Context: an optimization exercise on an open-source flow, tuned for small area, a short achievable clock period and few clock cycles per item. The choices shown serve that exercise and are no tape-out recipe.
Where RTL was checked, it was by simulation tests only, not by an equivalence proof against the original.
For runs 1 and 3, only the layout was checked, not whether the RTL still works.
Power is estimated from default activity; no workload was simulated.

### design/flow/design.v
module mx_quant (
    input  wire        clk,
    input  wire        rst,         
    input  wire        in_valid,
    output wire        in_ready,
    input  wire [31:0] in_data,
    input  wire [1:0]  in_src,      
    input  wire [3:0]  in_dst,      
    output wire        out_valid,
    input  wire        out_ready,
    output wire [7:0]  out_code,
    output wire [7:0]  out_x,
    output wire [9:0]  out_qmax,
    output wire        out_last
);
    localparam [1:0] C_E4 = 2'd0;
    localparam [1:0] C_E5 = 2'd1;
    localparam [1:0] C_I8 = 2'd2;    
    localparam [1:0] C_U8 = 2'd3;    
    localparam integer N = 32;
    reg  [4:0]  in_idx;
    reg  [1:0]  src_in, cls_in;
    reg         in_rdy;
    reg         ir_v;
    reg  [31:0] ir_d;           
    reg  [17:0] ring [0:N-1];
    reg  [5:0]  cnt;            
    reg  [4:0]  dw;             
    reg  [7:0]  acc_m;
    reg         acc_nz, acc_nf;
    reg  [8:0]  dn_p;           
    reg         dn_nz, dn_nf;
    reg  [1:0]  dn_cls;
    reg         rdy;            
    reg  [4:0]  hd_idx;
    reg         c1_v, s_v, o_v;
    wire        first_in = (in_idx == 5'd0);
    wire [1:0]  dst_cls  = (in_dst == 4'd3) ? C_E4 :
                           (in_dst == 4'd4) ? C_E5 :
                           (in_dst == 4'd9) ? C_U8 : C_I8;
    wire in_fire = in_valid & in_rdy;
    wire        ir_first = (in_idx == 5'd1);
    wire        ir_last  = (in_idx == 5'd0);
    wire        ir_f     = (src_in == 2'd0);
    wire        ir_b     = (src_in == 2'd1);
    wire        ir_h     = (src_in == 2'd2);
    wire [1:0]  ir_cls   = cls_in;
    function automatic [4:0] lzc24(input [23:0] x);
        integer i;
        reg found;
        begin
            lzc24 = 5'd0;
            found = 1'b0;
            for (i = 23; i >= 0; i = i - 1)
                if (!found && x[i]) begin
                    lzc24 = 5'd23 - i[4:0];
                    found = 1'b1;
                end
        end
    endfunction
    function automatic [4:0] lzc23(input [22:0] x);
        integer i;
        reg found;
        begin
            lzc23 = 5'd0;
            found = 1'b0;
            for (i = 22; i >= 0; i = i - 1)
                if (!found && x[i]) begin
                    lzc23 = 5'd22 - i[4:0];
                    found = 1'b1;
                end
        end
    endfunction
    wire        dc_s    = ir_f ? ir_d[31] : ir_d[15];
    wire [22:0] dc_m    = ({23{ir_f}} & ir_d[22:0]) |
                          ({23{ir_b}} & {ir_d[6:0], 16'd0}) |
                          ({23{ir_h}} & {ir_d[9:0], 13'd0});
    wire        f_e0    = (ir_d[30:23] == 8'd0);
    wire        b_e0    = (ir_d[14:7] == 8'd0);
    wire        h_e0    = (ir_d[14:10] == 5'd0);
    wire        f_m0    = (ir_d[22:0] == 23'd0);
    wire        b_m0    = (ir_d[6:0] == 7'd0);
    wire        h_m0    = (ir_d[9:0] == 10'd0);
    wire        dc_e0   = (ir_f & f_e0) | (ir_b & b_e0) | (ir_h & h_e0);
    wire        dc_m0   = (ir_f & f_m0) | (ir_b & b_m0) | (ir_h & h_m0);
    wire        dc_nf   = (ir_f & (ir_d[30:23] == 8'hff)) | (ir_b & (ir_d[14:7] == 8'hff)) |
                          (ir_h & (ir_d[14:10] == 5'h1f));
    wire        dc_zr   = dc_e0 & dc_m0;
    wire        dc_den  = dc_e0 & !dc_m0;
    wire [7:0]  h_en    = {3'd0, ir_d[14:10]} + 8'd112;
    wire [7:0]  dc_en   = ir_f ? ir_d[30:23] : ir_b ? ir_d[14:7] : h_en;    
    wire [23:0] dc_v    = {!dc_e0, dc_m};
    wire        dc_z16  = (dc_v[23:8] == 16'd0);
    wire [23:0] dc_n16  = dc_z16 ? {dc_v[7:0], 16'd0} : dc_v;
    wire        dc_z8   = (dc_n16[23:16] == 8'd0);
    wire [23:0] dc_n8   = dc_z8 ? {dc_n16[15:0], 8'd0} : dc_n16;
    wire        dc_z4   = (dc_n8[23:20] == 4'd0);
    wire [23:0] dc_n4   = dc_z4 ? {dc_n8[19:0], 4'd0} : dc_n8;
    wire        dc_z2   = (dc_n4[23:22] == 2'd0);
    wire [23:0] dc_n2   = dc_z2 ? {dc_n4[21:0], 2'd0} : dc_n4;
    wire        dc_z1   = !dc_n2[23];
    wire [23:0] dc_nv   = dc_z1 ? {dc_n2[22:0], 1'b0} : dc_n2;
    wire [4:0]  dc_lz   = {dc_z16, dc_z8, dc_z4, dc_z2, dc_z1};
    wire [8:0]  dc_e9b  = dc_e0 ? (ir_h ? 9'd136 : 9'd24) : ({1'b0, dc_en} + 9'd23);
    wire [8:0]  dc_e9   = dc_e9b - {4'd0, dc_lz};
    wire [22:0] dc_f    = {dc_nv[22:15], 15'd0};
    wire [4:0]  h_lz    = lzc23({ir_d[9:0], 13'd0});
    wire [7:0]  h_qm    = h_e0 ? 8'd112 - {3'd0, h_lz} : h_en;
    wire [7:0]  dc_qm   = ir_f ? ir_d[30:23] : ir_b ? ir_d[14:7] : h_qm;
    wire        dc_u8   = (ir_cls == C_U8);
    wire        dc_kill = dc_zr | (dc_u8 & dc_s);
    wire [17:0] dc_pk   = {dc_kill ? 9'd0 : dc_e9,
                           dc_u8 ? dc_f[15] : dc_s,
                           dc_f[22:16],
                           dc_u8 ? |dc_nv[14:0] : |dc_nv[15:0]};
    function automatic [4:0] k1of(input [1:0] cls);
        case (cls)
            C_E4:    k1of = 5'd14;
            C_E5:    k1of = 5'd0;
            C_I8:    k1of = 5'd25;
            default: k1of = 5'd24;
        endcase
    endfunction
    function automatic [4:0] k2of(input [1:0] cls);
        case (cls)
            C_E4:    k2of = 5'd22;
            C_E5:    k2of = 5'd15;
            C_I8:    k2of = 5'd25;
            default: k2of = 5'd24;
        endcase
    endfunction
    wire       cand   = !dc_nf & !dc_zr;
    wire [7:0] m_prev = ir_first ? 8'd0 : acc_m;
    wire [8:0] p_prev = {1'b0, m_prev} + {4'd0, k1of(ir_cls)};
    wire       upd    = cand & (dc_qm > m_prev);
    wire [8:0] p_qm   = {1'b0, dc_qm} + {4'd0, k1of(ir_cls)};
    wire [7:0] m_new  = upd ? dc_qm : m_prev;
    wire [8:0] p_new  = upd ? p_qm : p_prev;
    wire       nz_new = (!ir_first & acc_nz) | cand;
    wire       nf_new = (!ir_first & acc_nf) | dc_nf;
    wire        c1_free = !c1_v | !s_v;
    wire        empty   = (cnt == 6'd0);
    wire        full    = cnt[5];
    wire        rd      = (dw == cnt[4:0]) & !empty & rdy & c1_free;
    wire        wr      = ir_v & (empty | (dw == 5'd0)) & (!full | rd);
    wire        ir_en   = !ir_v | wr;           
    wire        done_in = wr & ir_last;
    wire        last_rd = rd & (hd_idx == 5'd31);
    wire [17:0] pt = ring[N-1];                 
    wire        o_load  = !o_v | out_ready;
    wire        c1_move = c1_v & !s_v;
    wire        ir_v_n  = ir_en ? in_valid : 1'b1;
    wire [5:0]  cnt_n   = cnt + {5'd0, wr} - {5'd0, rd};
    wire [4:0]  dw_n    = wr ? 5'd0 : dw - 5'd1;
    wire        rdy_n   = done_in | (rdy & !last_rd);
    wire        c1_v_n  = c1_free ? rd : c1_v;
    wire        s_v_n   = o_load ? 1'b0 : (s_v | c1_move);
    wire        o_v_n   = o_load ? (s_v | c1_v) : o_v;
    wire [4:0]  hd_n    = hd_idx + {4'd0, rd};
    wire        empty_n = (cnt_n == 6'd0);
    wire        rd_n    = (dw_n == cnt_n[4:0]) & !empty_n & rdy_n & (!c1_v_n | !s_v_n);
    wire        wr_n    = ir_v_n & (empty_n | (dw_n == 5'd0)) & (!cnt_n[5] | rd_n);
    wire        in_rdy_n = !ir_v_n | wr_n;
    always @(posedge clk) begin
        if (rst) begin
            in_idx <= 5'd0;
            in_rdy <= 1'b1;
            ir_v   <= 1'b0;
            cnt    <= 6'd0;
            rdy    <= 1'b0;
            hd_idx <= 5'd0;
            c1_v   <= 1'b0;
            s_v    <= 1'b0;
            o_v    <= 1'b0;
        end else begin
            if (in_fire) in_idx <= in_idx + 5'd1;
            in_rdy <= in_rdy_n;
            ir_v   <= ir_v_n;
            cnt    <= cnt_n;
            rdy    <= rdy_n;
            hd_idx <= hd_n;
            c1_v   <= c1_v_n;
            s_v    <= s_v_n;
            o_v    <= o_v_n;
        end
        dw <= dw_n;
    end
    always @(posedge clk) begin
        if (in_fire && first_in) begin
            src_in <= in_src;
            cls_in <= dst_cls;
        end
        if (ir_en) begin
            ir_d     <= in_data;
        end
    end
    always @(posedge clk) begin
        if (wr) begin
            acc_m  <= m_new;
            acc_nz <= nz_new;
            acc_nf <= nf_new;
        end
        if (done_in) begin
            dn_p   <= p_new;
            dn_nz  <= nz_new;
            dn_nf  <= nf_new;
            dn_cls <= ir_cls;
        end
    end
    integer k;
    always @(posedge clk) begin
        ring[0] <= wr ? dc_pk : pt;
        for (k = 1; k < N; k = k + 1)
            ring[k] <= ring[k-1];
    end
    wire [8:0]  pt_e9  = pt[17:9];
    wire        pt_u8  = (dn_cls == C_U8);
    wire        pt_s   = pt_u8 ? 1'b0 : pt[8];
    wire [8:0]  pt_sig = {1'b1, pt[7:1], pt_u8 ? pt[8] : 1'b0};
    wire [4:0]  dn_k2  = k2of(dn_cls);
    wire [8:0]  dn_pc  = (dn_p < {4'd0, dn_k2}) ? {4'd0, dn_k2} : dn_p;
    wire signed [10:0] t = $signed({2'b00, dn_pc}) - $signed({2'b00, pt_e9});
    wire [3:0]  dmin   = (dn_cls == C_E4) ? 4'd5 : (dn_cls == C_E5) ? 4'd6 : 4'd0;
    wire signed [10:0] dmin_s = $signed({7'd0, dmin});
    wire [3:0]  dsh    = (t > 11'sd10) ? 4'd10 : ((t < dmin_s) ? dmin : t[3:0]);
    wire signed [10:0] ex_s = dmin_s - t;
    wire [4:0]  pt_ex  = (t < dmin_s) ? ex_s[4:0] : 5'd0;
    wire [17:0] pt_sh  = {pt_sig, 9'd0} >> dsh;
    wire [8:0]  pt_r   = pt_sh[17:9];
    wire        pt_g   = pt_sh[8];
    wire        pt_st  = (|pt_sh[7:0]) | pt[0];
    reg  [8:0]  c1_r;
    reg         c1_g, c1_st, c1_s, c1_kill, c1_first, c1_last;
    reg  [4:0]  c1_ex;
    reg  [1:0]  c1_cls;
    always @(posedge clk) begin
        if (rd) begin
            c1_r     <= pt_r;
            c1_g     <= pt_g;
            c1_st    <= pt_st;
            c1_s     <= pt_s;
            c1_ex    <= pt_ex;
            c1_cls   <= dn_cls;
            c1_kill  <= dn_nf | !dn_nz;
            c1_first <= (hd_idx == 5'd0);
            c1_last  <= (hd_idx == 5'd31);
        end
    end
    wire        c1_inc = c1_g & (c1_st | c1_r[0]);
    wire [8:0]  c1_rr  = c1_r + {8'd0, c1_inc};
    wire [7:0]  e4m    = {c1_ex[3:0], 3'd0} + {3'd0, c1_rr[4:0]};
    wire [7:0]  e5m    = {c1_ex, 2'd0} + {3'd0, c1_rr[4:0]};
    wire [6:0]  e4s    = (e4m > 8'd126) ? 7'd126 : e4m[6:0];
    wire [6:0]  e5s    = (e5m > 8'd123) ? 7'd123 : e5m[6:0];
    wire [6:0]  i8m    = (c1_rr > 9'd127) ? 7'd127 : c1_rr[6:0];
    wire [7:0]  i8c    = c1_s ? (8'd0 - {1'b0, i8m}) : {1'b0, i8m};
    wire [7:0]  u8c    = c1_rr[8] ? 8'd255 : c1_rr[7:0];
    reg  [7:0]  c1_code;
    always @(*) begin
        case (c1_cls)
            C_E4:    c1_code = {c1_s, e4s};
            C_E5:    c1_code = {c1_s, e5s};
            C_I8:    c1_code = i8c;
            default: c1_code = u8c;
        endcase
        if (c1_kill) c1_code = 8'd0;
    end
    wire       dn_z   = !dn_nf & !dn_nz;
    wire [9:0] dn_xd  = {1'b0, dn_p} - {5'd0, dn_k2};
    wire [8:0] dn_m   = dn_p - {4'd0, k1of(dn_cls)};
    wire [7:0] dn_x   = dn_nf ? 8'hff : (dn_z | dn_xd[9]) ? 8'h00 : dn_xd[7:0];
    wire [9:0] dn_q   = {dn_nf, dn_z, dn_nf ? 8'hff : (dn_z ? 8'h00 : dn_m[7:0])};
    reg  [7:0] o_code, s_code;
    reg  [7:0] o_x;
    reg  [9:0] o_q;
    reg        o_last, s_last, s_first;
    wire       nx_first = s_v ? s_first : c1_first;
    always @(posedge clk) begin
        if (!s_v) begin
            s_code  <= c1_code;
            s_last  <= c1_last;
            s_first <= c1_first;
        end
        if (o_load) begin
            o_code <= s_v ? s_code : c1_code;
            o_last <= s_v ? s_last : c1_last;
        end
        if (o_load && nx_first) begin
            o_x <= dn_x;
            o_q <= dn_q;
        end
    end
    assign in_ready  = in_rdy;
    assign out_valid = o_v;
    assign out_code  = o_code;
    assign out_x     = o_x;
    assign out_qmax  = o_q;
    assign out_last  = o_last;
endmodule
### design/flow/flow/run.sh
#!/bin/bash
# The standard ORFS layout, asked to repair timing with extra setup margin and
# with faster buffers on the ports.
set -euo pipefail
bash standard.sh SETUP_SLACK_MARGIN=16.5 "BUFFER_PORTS_ARGS=-buffer_cell sky130_fd_sc_hd__buf_2" finish > standard.log 2>&1
### design/flow/standard.sh
#!/bin/bash
# synth_recipe.tcl (not shown) runs the flow's synth.tcl, then flattens the netlist and writes it again
# the make line also repeats each setting of config.mk as NAME=value (left out here)
make -C /OpenROAD-flow-scripts/flow DESIGN_CONFIG=/design/flow/config.mk WORK_HOME=/design/flow/orfs CLKGATE_MAP_FILE= SYNTH_SCRIPT=/design/flow/synth_recipe.tcl "${@:-finish}"
### design/flow/config.mk
export PLATFORM = sky130hd
export DESIGN_NAME = mx_quant
export DESIGN_NICKNAME = mx_quant
export VERILOG_FILES = /design/flow/design.v
export SDC_FILE = /design/flow/constraint.sdc
export NUM_CORES = 4
export LEC_CHECK = 0
export ABC_AREA = 1
export CAP_MARGIN = 0
export CORE_MARGIN = 2
export CORE_UTILIZATION = 55
export CTS_BUF_LIST = sky130_fd_sc_hd__clkbuf_8
export CTS_CLUSTER_DIAMETER = 60
export CTS_CLUSTER_SIZE = 16
export SLEW_MARGIN = 0
### design/flow/constraint.sdc
create_clock -name core_clock -period 22.0 [get_ports {clk}]
set_input_delay 4.4000 -clock core_clock [delete_from_list [all_inputs] [get_ports {clk}]]
set_output_delay 4.4000 -clock core_clock [all_outputs]
set_load 0.01 [all_outputs]
==> results of run 1 <==
## worst paths after layout
kind / startpoint / cells past startpoint / to
worst max-delay path: o_q[5]$_SDFFCE_PP1P_ / 1 / out_qmax[5]
worst min-delay path: ring[13][10]$_DFF_P_ / 0 / ring[14][10]$_DFF_P_
worst max register to register: dn_cls[0]$_DFFE_PP_ / 34 / c1_st$_DFFE_PP_
worst min register to register: ring[13][10]$_DFF_P_ / 0 / ring[14][10]$_DFF_P_
## per-layer routing
metal	wire length [µm]	vias to the layer above	part of all wire, %	track usage, %
met5	0	-	0	0
met4	923	0	2.4	6.26
met3	1830	68	4.8	3.45
met2	16900	233	44	28.5
met1	18600	6104	49	26.1
li1	-	6627	-	-
## logic make-up (layout without fill, tap and decap cells)
group	after synthesis	after routing	share of synthesized area, %
xor+xnor	47	47	1.86
simple gates	655	657	13.4
fa+ha+maj	80	80	4.82
compound gates	217	217	5.86
flops	721	721	70.0
mux	1	1	0.0452
buf+inv	231	377	4.05
## state kept, by name, summed over array words and instances, names as in the netlist, 2 cells and up
register	cells
cls_in	2
s_code	8
hd_idx	5
o_code	8
ring	576
dn_p	9
dn_cls	2
c1_r	9
c1_ex	5
src_in	2
c1_cls	2
o_x	8
ir_d	32
in_idx	5
dw	5
o_q	10
cnt	6
acc_m	8
## cell type report
cell class,count,area [µm²],area share [%]
sequential,721,15500,63.4
multi-input combinational,1002,5970,24.4
inverter,207,791,3.23
clock buffer,54,743,3.04
tap,525,657,2.68
timing repair buffer,94,559,2.29
clock inverter,22,233,0.951
## cells in the final DEF, fill, tap and decap left out, drive strengths merged, types with 9 or more instances in the layout
cell,count
a21oi,53
buf,94
clkbuf,54
dfxtp,613
edfxtp,108
fa,9
ha,71
inv,221
nand2,311
nand3,128
nand4,22
nor2,148
nor3,18
o21ai,90
o21bai,9
o22ai,14
or2,10
xnor2,16
xor2,31
## synthesized netlist by cell type, types with 3 or more instances
cell                         n  area (µm²)
sky130_fd_sc_hd__dfxtp_1   613       12300
sky130_fd_sc_hd__nand2_1   297        1110
sky130_fd_sc_hd__inv_1     195         732
sky130_fd_sc_hd__nor2_1    134         503
sky130_fd_sc_hd__nand3_1   123         616
sky130_fd_sc_hd__edfxtp_1  108        3240
sky130_fd_sc_hd__o21ai_0    75         375
sky130_fd_sc_hd__ha_1       71         888
sky130_fd_sc_hd__a21oi_1    53         265
sky130_fd_sc_hd__xor2_1     31         272
sky130_fd_sc_hd__nand4_1    22         138
sky130_fd_sc_hd__nor3_1     18        90.1
sky130_fd_sc_hd__clkbuf_1   16        60.1
sky130_fd_sc_hd__xnor2_1    16         140
sky130_fd_sc_hd__o22ai_1    14        87.6
sky130_fd_sc_hd__o21ai_1    13        65.1
sky130_fd_sc_hd__or2_2      10        62.6
sky130_fd_sc_hd__fa_1        9         180
sky130_fd_sc_hd__inv_2       9        33.8
sky130_fd_sc_hd__o21bai_1    9        67.6
sky130_fd_sc_hd__nand2_2     8        50.1
sky130_fd_sc_hd__nand3b_1    8        60.1
sky130_fd_sc_hd__o31ai_1     8        60.1
sky130_fd_sc_hd__nor2_4      7        78.8
sky130_fd_sc_hd__nor4_1      7        43.8
sky130_fd_sc_hd__a31oi_1     6        37.5
sky130_fd_sc_hd__nand2_4     6        67.6
sky130_fd_sc_hd__a32o_1      5        50.1
sky130_fd_sc_hd__a211oi_1    4        30.0
sky130_fd_sc_hd__nand3_2     4        40.0
sky130_fd_sc_hd__nor2_2      4        25.0
sky130_fd_sc_hd__o221ai_1    4        35.0
sky130_fd_sc_hd__a221oi_1    3        26.3
sky130_fd_sc_hd__buf_6       3        33.8
sky130_fd_sc_hd__nor3b_1     3        22.5
sky130_fd_sc_hd__o211ai_1    3        22.5
sky130_fd_sc_hd__o41ai_1     3        26.3
## power breakdown
group,internal [µW],switching [µW],total [µW]
clock,277,382,659
sequential,1790,121,1920
combinational,300,521,822
## what timing repair did
action	in CTS	in global routing
hold endpoints to repair	0	0
gates resized for setup	23	40
setup endpoints to repair	45	48
hold buffers	0	0
cloned	0	2
buffers inserted	9	12
pin swaps	3	12
## through the flow
step                hold slack [ns]  power [µW]  instance area [µm²]  utilization [%]  setup slack, ns
floorplan                     0.310        2450                22200                -            16.55
global placement              0.310        2670                23100             58.1            15.62
detailed placement            0.312        2690                23100             58.1            15.52
CTS                           0.324        3390                24200             61.0            16.30
global route                  0.327        3620                24500             61.6            16.19
finish                        0.321        3400                24500             61.6            16.39
==> impl_metrics.tcl, run 1 <==
set metrics [dict create \
    status "complete, no violations" \
    reg2reg_slack_ns 16.58 \
    fmax_mhz 178 \
    synthToLayoutAreaGrowth_pct 10.4 \
    synth_ff_type "sky130_fd_sc_hd__dfxtp_1" \
    fin_nets 2200 \
    drt_wl_total_um 38200 \
    dp.final_hpwl_um 27100 \
    wire_per_inst_um 14.6 \
    tightest_slew_ns 1.16 \
    grt_pass1_vias 12400 \
    cts_tree "done" \
    worstPathBufferInverterCount 1 \
    numCtsBuffers 52 \
    floorplan.die_area_um2 41900 \
    numPortBuffers 70 \
    numPlacedInstances 2526 \
    timing.critical_path.fanout_max 1 \
    antenna-diode-count 0 \
    route.vias.total 13000 \
    core_box_area_um2 39700 \
    async_flop_share_pct 0 \
    critPathRequiredTime_ns 17.60 \
    drive_above_1_share_pct 12.1 \
    report.final.slew_viol_count 0 \
    period_minus_slack_ns 5.61 \
    fp-row-count 73 \
    setup.worst_path.class "reg2out" \
    cts_h_tree_depth 2 \
    worst_hold_path_type "reg2reg" \
    worst_path_max_delay_cell "sky130_fd_sc_hd__edfxtp_1" \
    synthDistinctLibCells 58 \
    grt_first_pass_wirelength_um 61500 \
    p_leak_uw 0.0106 \
    max-clock-path-buffers 3 \
    end_kind "output pin" \
    ys_seq_area_share_pct 70.0 \
    drv.max_cap_violation_count 0 \
    gp_congestion 0.897 \
    clock_latency_ns 0.67 \
    skew_ns 0.0310 \
    die_w_um 205 \
    crit_chain "buf_2" \
    final.setup.tns_ns 0 \
    postRouteAntennaNets 0 \
    grt.total_usage_pct 18.4 \
    power.density_cell_area_nw_per_um2 139 \
    floorplan.initialDensity_pct 55.8 \
    fp.dieH_um 205 \
    final-instance-count-excl-fill 2625 \
    number_of_enable_flip_flop_cells_after_synthesis 108 \
    setup_viol_count_final 0 \
    gr-total-overflow 0 \
    vias_per_cell 4.96 \
    cpPeakStageDelay_ns 0.40 \
    syn_nets 2074 \
    dr_drc_count 0 \
    syn_avg_cell_area_um2 11.4 \
    cell_at_the_root_of_the_clock_tree "sky130_fd_sc_hd__clkbuf_8" \
    number_of_register_bits_inferred_by_synthesis 721 \
    synthesis.yosys.warnings 2 \
    final_hold_viol_count 0 \
    grt_setup_unrepaired "true" \
    vdd_ir_drop_max_mv 0.101 \
    max_slew_margin_pct 22.6 \
    num_clock_sinks 721 \
    syn_inst 1952 \
    final.period_utilization_pct 25.5 \
    io-pin-count 71 \
    critical_path.startpoint_type "flop" \
    antenna_found_initial 0 \
    layout.filler_cells 3346 \
    cts.reportedPaths.clkPinSlew_ns 0.10 \
    drt_first_iter_violations 845 \
    detailedRoute.firstPassIterationCount 5 \
    critPathTopFamily "flip-flops" \
    synthesis.area_um2 22200 \
    grt_max_degree 35 \
    crit_arrival_ns 1.21 \
]
==> inputs of run 2 (changes only) <==
--- a/design/flow/design.v
+++ b/design/flow/design.v
@@ -45,19 +45,6 @@
     wire        ir_b     = (src_in == 2'd1);
     wire        ir_h     = (src_in == 2'd2);
     wire [1:0]  ir_cls   = cls_in;
-    function automatic [4:0] lzc24(input [23:0] x);
-        integer i;
-        reg found;
-        begin
-            lzc24 = 5'd0;
-            found = 1'b0;
-            for (i = 23; i >= 0; i = i - 1)
-                if (!found && x[i]) begin
-                    lzc24 = 5'd23 - i[4:0];
-                    found = 1'b1;
-                end
-        end
-    endfunction
     function automatic [4:0] lzc23(input [22:0] x);
         integer i;
         reg found;
--- a/design/flow/config.mk
+++ b/design/flow/config.mk
@@ -9,7 +9,6 @@
 export CAP_MARGIN = 0
 export CORE_MARGIN = 2
 export CORE_UTILIZATION = 55
-export CTS_BUF_LIST = sky130_fd_sc_hd__clkbuf_8
-export CTS_CLUSTER_DIAMETER = 60
-export CTS_CLUSTER_SIZE = 16
+export CTS_CLUSTER_DIAMETER = 100
+export CTS_CLUSTER_SIZE = 30
 export SLEW_MARGIN = 0
==> run 2 against run 1 <==
Effect of this change: setup slack better by 0.053 ns; combinational power grew 4.9%; non-clock buffer count grew 3; clock power decreased by 6.4%; final area is essentially flat; fmax is 0.96% higher; final cell count fell by 1.2%; area after synthesis unchanged; worst hold slack lost 0.0023 ns; critical path depth unchanged; sequential share of layout area about the same; critical path type unchanged.
==> impl_metrics.tcl, run 2 <==
set metrics [dict create \
    mostFrequentLayoutCell "sky130_fd_sc_hd__dfxtp_1" \
    syn_avg_cell_area_um2 11.4 \
    wire_per_inst_um 14.7 \
    fp.dieH_um 205 \
    cts.reportedPaths.clkPinSlew_ns 0.11 \
    yosysTopAreaCellShare_pct 55.4 \
    die_w_um 205 \
    critPathRequiredTime_ns 17.60 \
    final_instance_area_um2 24500 \
    yosysMostFrequentCell "sky130_fd_sc_hd__dfxtp_1" \
    grt_pass1_vias 12200 \
    tightest_slew_ns 1.14 \
    drt_wl_total_um 38000 \
    max_slew_margin_pct 23.9 \
    synthDistinctLibCells 58 \
    period_minus_slack_ns 5.56 \
    antenna-diode-count 0 \
    largest_registers "ring: 576 flops, ir_d: 32 flops, o_q: 10 flops" \
    grt.total_usage_pct 18.1 \
    antenna_found_initial 0 \
    cts_h_tree_depth 1 \
    syn_inst 1952 \
    placed_cell_area_um2 23100 \
    cts_tree "done" \
    grt_setup_unrepaired "true" \
    synth_common_cells "613 x sky130_fd_sc_hd__dfxtp_1, 297 x sky130_fd_sc_hd__nand2_1, 195 x sky130_fd_sc_hd__inv_1, 134 x sky130_fd_sc_hd__nor2_1, 123 x sky130_fd_sc_hd__nand3_1" \
    report.final.slew_viol_count 0 \
    crit_chain "buf_2" \
    p_leak_uw 0.0105 \
    ys_top_cells_by_area "sky130_fd_sc_hd__dfxtp_1 55%, sky130_fd_sc_hd__edfxtp_1 15%, sky130_fd_sc_hd__nand2_1 5.0%" \
    share_seq_of_total_power_pct 56.4 \
    critPathTopFamily "flip-flops" \
    clock_latency_ns 0.63 \
    numPortBuffers 70 \
    layout.cells.most_common_list "611 x sky130_fd_sc_hd__dfxtp_1, 286 x sky130_fd_sc_hd__nand2_1, 188 x sky130_fd_sc_hd__inv_1" \
    worstPathBufferInverterCount 1 \
    worst_hold_path_type "reg2reg" \
    critical_path.startpoint_type "flop" \
    number_of_register_bits_inferred_by_synthesis 721 \
    final_hold_viol_count 0 \
    numCtsBuffers 28 \
    setup_viol_count_final 0 \
    grt_first_pass_wirelength_um 61100 \
    setup.worst_path.class "reg2out" \
    combPwrFrac_pct 25.4 \
    vias_per_cell 4.95 \
    detailedRoute.firstPassIterationCount 5 \
    worst_path_max_delay_cell "sky130_fd_sc_hd__edfxtp_1" \
    synth_ff_type "sky130_fd_sc_hd__dfxtp_1" \
    post_cts_hold_buffer_count 0 \
    drive_above_1_share_pct 12.1 \
    power.density_cell_area_nw_per_um2 139 \
    synthesis.yosys.warnings 2 \
    switch_pwr_uw 1030 \
    postRouteAntennaNets 0 \
    dr_drc_count 0 \
    gr-total-overflow 0 \
    end_kind "output pin" \
    core_box_area_um2 39700 \
    top_register "ring" \
    cell_at_the_root_of_the_clock_tree "sky130_fd_sc_hd__clkbuf_16" \
    dp.final_hpwl_um 27100 \
    synth-simple-area-share_pct 13.4 \
    status "complete, no violations" \
    synth_adder_area_share_pct 4.82 \
    drv.max_cap_violation_count 0 \
    io-pin-count 71 \
    grt_max_degree 35 \
    timing.critical_path.fanout_max 1 \
    number_of_enable_flip_flop_cells_after_synthesis 108 \
    fin_nets 2179 \
    syn_nets 2074 \
    dominant_combinational_cell_family_by_area_after_synthesis "simple AND/OR/NAND/NOR gates" \
    cpPeakStageDelay_ns 0.40 \
    floorplan.initialDensity_pct 55.8 \
    max-clock-path-buffers 3 \
    switching_share_pct 30.4 \
    crit_arrival_ns 1.16 \
    synthToLayoutAreaGrowth_pct 10.5 \
    muxShareOfSynthArea_pct 0.0452 \
    power_report.internal_total_uw 2360 \
    vdd_ir_drop_max_mv 0.111 \
    async_flop_share_pct 0 \
    num_clock_sinks 721 \
    ys_seq_area_share_pct 70.0 \
    final.setup.tns_ns 0 \
    drt_first_iter_violations 773 \
    synth-compound-area-share_pct 5.86 \
    fp-row-count 73 \
    synth_top_area_cell "sky130_fd_sc_hd__dfxtp_1" \
    synthesis.area_um2 22200 \
    route.vias.total 12800 \
    largest_register_ffs 576 \
    skew_ns 0.0253 \
    power.share.clock_pct 18.2 \
    yosys.area_share.xor_xnor_pct 1.86 \
    gp_congestion 0.897 \
    fmax_mhz 180 \
    final.period_utilization_pct 25.3 \
    floorplan.die_area_um2 41900 \
]
-- run 2: cell counts after synthesis --
No cell type changed its count.
-- run 2: what timing repair did --
item	CTS	global route
cloned	0	2
pin swaps	3	24
buffers inserted	8	16
setup endpoints to repair	45	48
endpoints found under the hold margin	0	0
gates resized for setup	22	72
-- run 2: path summary, 6_finish.rpt --
| path | slack (ns) | depth (start not counted) | end | from |
|---|---|---|---|---|
| min | 0.32 | 0 | ring[5][11]$_DFF_P_ | ring[4][11]$_DFF_P_ |
| min reg2reg | 0.32 | 0 | ring[5][11]$_DFF_P_ | ring[4][11]$_DFF_P_ |
| max | 16.44 | 1 | out_qmax[5] | o_q[5]$_SDFFCE_PP1P_ |
| max reg2reg | 16.68 | 33 | c1_st$_DFFE_PP_ | dn_cls[1]$_DFFE_PP_ |
-- run 2: metrics by stage --
step / utilization, % / total power [µW] / setup slack, ns / hold WS (ns) / cells
6_report: 61.6 / 3390 / 16.44 / 0.319 / 2594
5_1_grt: 61.6 / 3620 / 16.28 / 0.318 / 2594
4_1_cts: 60.6 / 3340 / 16.36 / 0.320 / 2576
3_5_place_dp: 58.1 / 2690 / 15.52 / 0.312 / 2526
3_3_place_gp: 58.1 / 2670 / 15.62 / 0.310 / 2526
2_1_floorplan: - / 2450 / 16.55 / 0.310 / 1952
-- run 2: power groups by stage --
stage | logic (µW) | registers, µW | clock network, µW
global route | 972 | 1960 | 689
detailed placement | 742 | 1950 | 0
CTS | 779 | 1920 | 638
global placement | 734 | 1940 | 0
finish | 862 | 1920 | 617
floorplan | 558 | 1900 | 0
-- run 2: routing by layer --
layer / GRT usage [%] / vias to the layer above / part of all wire, %
met2: 28.5 / 225 / 44
met5: 0 / - / 0
met4: 3.91 / 0 / 1.9
met1: 26.3 / 5982 / 49
li1: - / 6577 / -
met3: 3.28 / 51 / 4.6
-- run 2: cell families after synthesis --
logic type	after synthesis
AOI/OAI and AO/OA	217
xor gates and xnor gates	47
adders and majority gates	80
buffers and inverters	231
DFF	721
muxes	1
and+or+nand+nor	655
-- run 2: layout make-up --
class                      instances  area [µm²]
clock buffer                      38         738
sequential                       721       15500
multi-input combinational       1002        6110
fill                            3316       15200
inverter                         207         791
clock inverter                     4        80.1
tap                              525         657
timing repair buffer              97         594
Testbench counts of run 2, summed over its fixed seeds: cycles 6,424, blocks 192.
==> inputs of run 3 (changes only) <==
--- a/design/flow/design.v
+++ b/design/flow/design.v
@@ -217,14 +217,13 @@
     wire        pt_g   = pt_sh[8];
     wire        pt_st  = (|pt_sh[7:0]) | pt[0];
     reg  [8:0]  c1_r;
-    reg         c1_g, c1_st, c1_s, c1_kill, c1_first, c1_last;
+    reg         c1_inc, c1_s, c1_kill, c1_first, c1_last;
     reg  [4:0]  c1_ex;
     reg  [1:0]  c1_cls;
     always @(posedge clk) begin
         if (rd) begin
             c1_r     <= pt_r;
-            c1_g     <= pt_g;
-            c1_st    <= pt_st;
+            c1_inc   <= pt_g & (pt_st | pt_r[0]);    
             c1_s     <= pt_s;
             c1_ex    <= pt_ex;
             c1_cls   <= dn_cls;
@@ -233,7 +232,6 @@
             c1_last  <= (hd_idx == 5'd31);
         end
     end
-    wire        c1_inc = c1_g & (c1_st | c1_r[0]);
     wire [8:0]  c1_rr  = c1_r + {8'd0, c1_inc};
     wire [7:0]  e4m    = {c1_ex[3:0], 3'd0} + {3'd0, c1_rr[4:0]};
     wire [7:0]  e5m    = {c1_ex, 2'd0} + {3'd0, c1_rr[4:0]};
==> run 3 against run 2 <==
Effect of this change: highest routed layer unchanged; via count up 2.1%; worst hold slack improved by 0.0019 ns; setup slack worse by 0.024 ns; critical path type unchanged; fmax down 0.43%; die area grew 0.57%; flip-flop and latch count is 1 lower; critical endpoint is now out_x[4]; clock-buffer cell count rose by 1; utilization is 0.16 points lower; global-route usage increased by 0.59 points.
==> impl_metrics.tcl, run 3 <==
set metrics [dict create \
    tightest_slew_ns 0.984 \
    syn_inst 2003 \
    global_route.usage.met2_pct 31.1 \
    synthesis.area_um2 22300 \
    clock_latency_ns 0.61 \
    gp_congestion 0.906 \
    gr-total-overflow 0 \
    mostFrequentLayoutCell "sky130_fd_sc_hd__dfxtp_1" \
    fmax_mhz 179 \
    drive_above_1_share_pct 11.8 \
    grt_max_degree 34 \
    timing.critical_path.fanout_max 1 \
    critical_path.startpoint_type "flop" \
    cpPeakStageDelay_ns 0.43 \
    floorplan.die_area_um2 42200 \
    hold_path_startpoint "ring[5][12]$_DFF_P_" \
    grt_setup_unrepaired "true" \
    yosysMostFrequentCell "sky130_fd_sc_hd__dfxtp_1" \
    power.density_cell_area_nw_per_um2 139 \
    wire_per_inst_um 14.8 \
    number_of_register_bits_inferred_by_synthesis 720 \
    p_leak_uw 0.0108 \
    report.final.slew_viol_count 0 \
    io-pin-count 71 \
    grt-busiest-layer "met2" \
    final-instance-count-excl-fill 2649 \
    fp.dieH_um 205 \
    num_clock_sinks 720 \
    worst_path_max_delay_cell "sky130_fd_sc_hd__edfxtp_1" \
    max-clock-path-buffers 3 \
    antenna-diode-count 0 \
    max_slew_margin_pct 34.4 \
    reg2reg_to "c1_inc$_DFFE_PP_" \
    setup_viol_count_final 0 \
    cell_at_the_root_of_the_clock_tree "sky130_fd_sc_hd__clkbuf_16" \
    synth_common_cells "613 x sky130_fd_sc_hd__dfxtp_1, 327 x sky130_fd_sc_hd__nand2_1, 210 x sky130_fd_sc_hd__inv_1, 151 x sky130_fd_sc_hd__nor2_1" \
    numPlacedInstances 2573 \
    dr_drc_count 0 \
    number_of_enable_flip_flop_cells_after_synthesis 107 \
    final.period_utilization_pct 25.4 \
    r2r_cells 35 \
    reg2reg_slack_ns 16.77 \
    crit_chain "buf_2" \
    final.setup.tns_ns 0 \
    detailedRoute.firstPassIterationCount 5 \
    yosysTopAreaCellShare_pct 55.0 \
    drt_wl_total_um 39200 \
    grt_first_pass_wirelength_um 63100 \
    drv.max_cap_violation_count 0 \
    setup.worst_path.class "reg2out" \
    gr-usage-met3_pct 2.44 \
    dp.final_hpwl_um 27900 \
    synthDistinctLibCells 57 \
    numPortBuffers 70 \
    fp-row-count 73 \
    largest_registers "ring: 576 flops, ir_d: 32 flops, o_q: 10 flops" \
    postRouteAntennaNets 0 \
    status "complete, no violations" \
    die_w_um 205 \
    numCtsBuffers 28 \
    core_box_area_um2 39900 \
    vdd_ir_drop_max_mv 0.105 \
    vias_per_cell 4.95 \
    synthToLayoutAreaGrowth_pct 10.1 \
    synth_ff_type "sky130_fd_sc_hd__dfxtp_1" \
    fin_nets 2236 \
    antenna_found_initial 0 \
    cts_h_tree_depth 1 \
    cts_tree "done" \
    worstPathBufferInverterCount 1 \
    worst_hold_path_type "reg2reg" \
    largest_register_ffs 576 \
    floorplan.initialDensity_pct 55.9 \
    ys_seq_area_share_pct 69.5 \
    critPathTopFamily "flip-flops" \
    cts.reportedPaths.clkPinSlew_ns 0.11 \
    end_kind "output pin" \
    route.vias.total 13100 \
    layout.cells.most_common_list "611 x sky130_fd_sc_hd__dfxtp_1, 321 x sky130_fd_sc_hd__nand2_1, 205 x sky130_fd_sc_hd__inv_1" \
    synth_top_area_cell "sky130_fd_sc_hd__dfxtp_1" \
    drt_first_iter_violations 588 \
    grt.total_usage_pct 18.7 \
    period_minus_slack_ns 5.58 \
    final_hold_viol_count 0 \
    async_flop_share_pct 0 \
    critPathRequiredTime_ns 17.60 \
    crit_arrival_ns 1.18 \
    grt_pass1_vias 12700 \
    syn_nets 2126 \
    ys_top_cells_by_area "sky130_fd_sc_hd__dfxtp_1 55%, sky130_fd_sc_hd__edfxtp_1 14%, sky130_fd_sc_hd__nand2_1 5.5%" \
    top_register "ring" \
    global_route.usage.met1_pct 25.2 \
    whs_endpoint "ring[6][12]$_DFF_P_" \
    skew_ns 0.0233 \
    reg2reg_from "dn_cls[1]$_DFFE_PP_" \
    syn_avg_cell_area_um2 11.1 \
    synthesis.yosys.warnings 2 \
    cell_count_of_the_worst_hold_path 0 \
]
run 3: changes by cell type in the layout (fill, tap and decap cells not counted), moves of 6 or more:
cell                      change
sky130_fd_sc_hd__nor3_1       +6
sky130_fd_sc_hd__nand3_1      -9
sky130_fd_sc_hd__o21ai_0      +9
sky130_fd_sc_hd__inv_1       +17
sky130_fd_sc_hd__nor2_1      +13
sky130_fd_sc_hd__inv_2        -6
sky130_fd_sc_hd__buf_4       +12
sky130_fd_sc_hd__nand2_1     +35
run 3: worst max-delay path by stage:
stage / from / endpoint / slack [ns] / depth (start not counted)
detailed placement: dn_cls[1]$_DFFE_PP_ / c1_inc$_DFFE_PP_ / 15.44 / 35
finish: o_x[4]$_SDFFCE_PP1P_ / out_x[4] / 16.42 / 1
global route: dn_cls[1]$_DFFE_PP_ / c1_inc$_DFFE_PP_ / 16.35 / 35
global placement: dn_cls[1]$_DFFE_PP_ / c1_inc$_DFFE_PP_ / 15.63 / 35
floorplan: dn_cls[1]$_DFFE_PP_ / c1_inc$_DFFE_PP_ / 16.61 / 36
CTS: dn_cls[1]$_DFFE_PP_ / c1_inc$_DFFE_PP_ / 16.36 / 35
run 3: stage by stage:
step                instance area, µm²  util (%)  power (µW)  worst slack, ns  hold WS [ns]
floorplan                        22300         -        2490            16.61         0.310
global placement                 23200      58.1        2710            15.63         0.310
detailed placement               23200      58.1        2730            15.44         0.312
CTS                              24200      60.6        3390            16.36         0.324
global route                     24500      61.5        3650            16.35         0.332
finish                           24500      61.5        3420            16.42         0.321
run 3: metal layers:
metal	vias up	wire length (µm)	part of all wire, %
met5	-	0	0
met2	237	17900	46
met4	0	1410	3.6
met3	89	1400	3.6
met1	6071	18500	47
li1	6710	-	-
run 3: final cells by class:
cell class,instances,area (µm²)
inverter,218,831
fill,3249,15400
timing repair buffer,107,644
clock buffer,39,763
multi-input combinational,1038,6120
sequential,720,15500
tap,525,657
clock inverter,2,36.3
run 3: what timing repair did:
item                                    CTS  global route
gates cloned                              0             1
endpoints found under the setup margin   49            50
setup buffers                            14            20
gates resized for setup                  31            48
pin swaps                                 6            20
hold buffers                              0             0
run 3: cell families after synthesis:
family                   share of synthesized area (%)
XOR/XNOR                                          1.65
AO/OA/AOI/OAI                                     5.68
buffers and inverters                             4.42
multiplexers                                    0.0449
flip-flops                                        69.5
AND/OR/NAND/NOR                                   13.9
adder cells (fa/ha/maj)                           4.85
run 3: power by group:
part | switching (µW) | total, µW | internal, µW
Sequential | 128 | 1950 | 1820
Combinational | 537 | 857 | 320
Clock | 367 | 615 | 248

re-timing with driven ports:
The results above use ideal ports. As a check the final layouts listed here were re-extracted and re-timed, cells and wires unchanged.
Step 1: set_driving_cell puts a clkbuf_16 on clk and a buf_2 on each other input, an assumption about the parent block.
Step 2 times the ports against the registers' clock, not the clock port: input delays grow and output delays shrink by t, the midpoint of the rising clock arrivals with the driver on.
a / b / c = ideal ports / drivers / drivers and shift; a / b = the first two.
run	shift t [ns]	slack for setup (ns)	slew at the worst register clock pin (ns)	pins driven straight from the clock port
run 1	0.706	16.388 / 16.338 / 16.238	0.10 / 0.10	1
run 2	0.663	16.442 / 16.388 / 16.247	0.12 / 0.12	1
run 3	0.649	16.418 / 16.364 / 16.302	0.11 / 0.11	1
After both steps setup and hold are still met in every run listed. For run 2, which loses most, drivers alone change the setup slack by -0.054 ns; drivers and shift together by -0.195 ns.
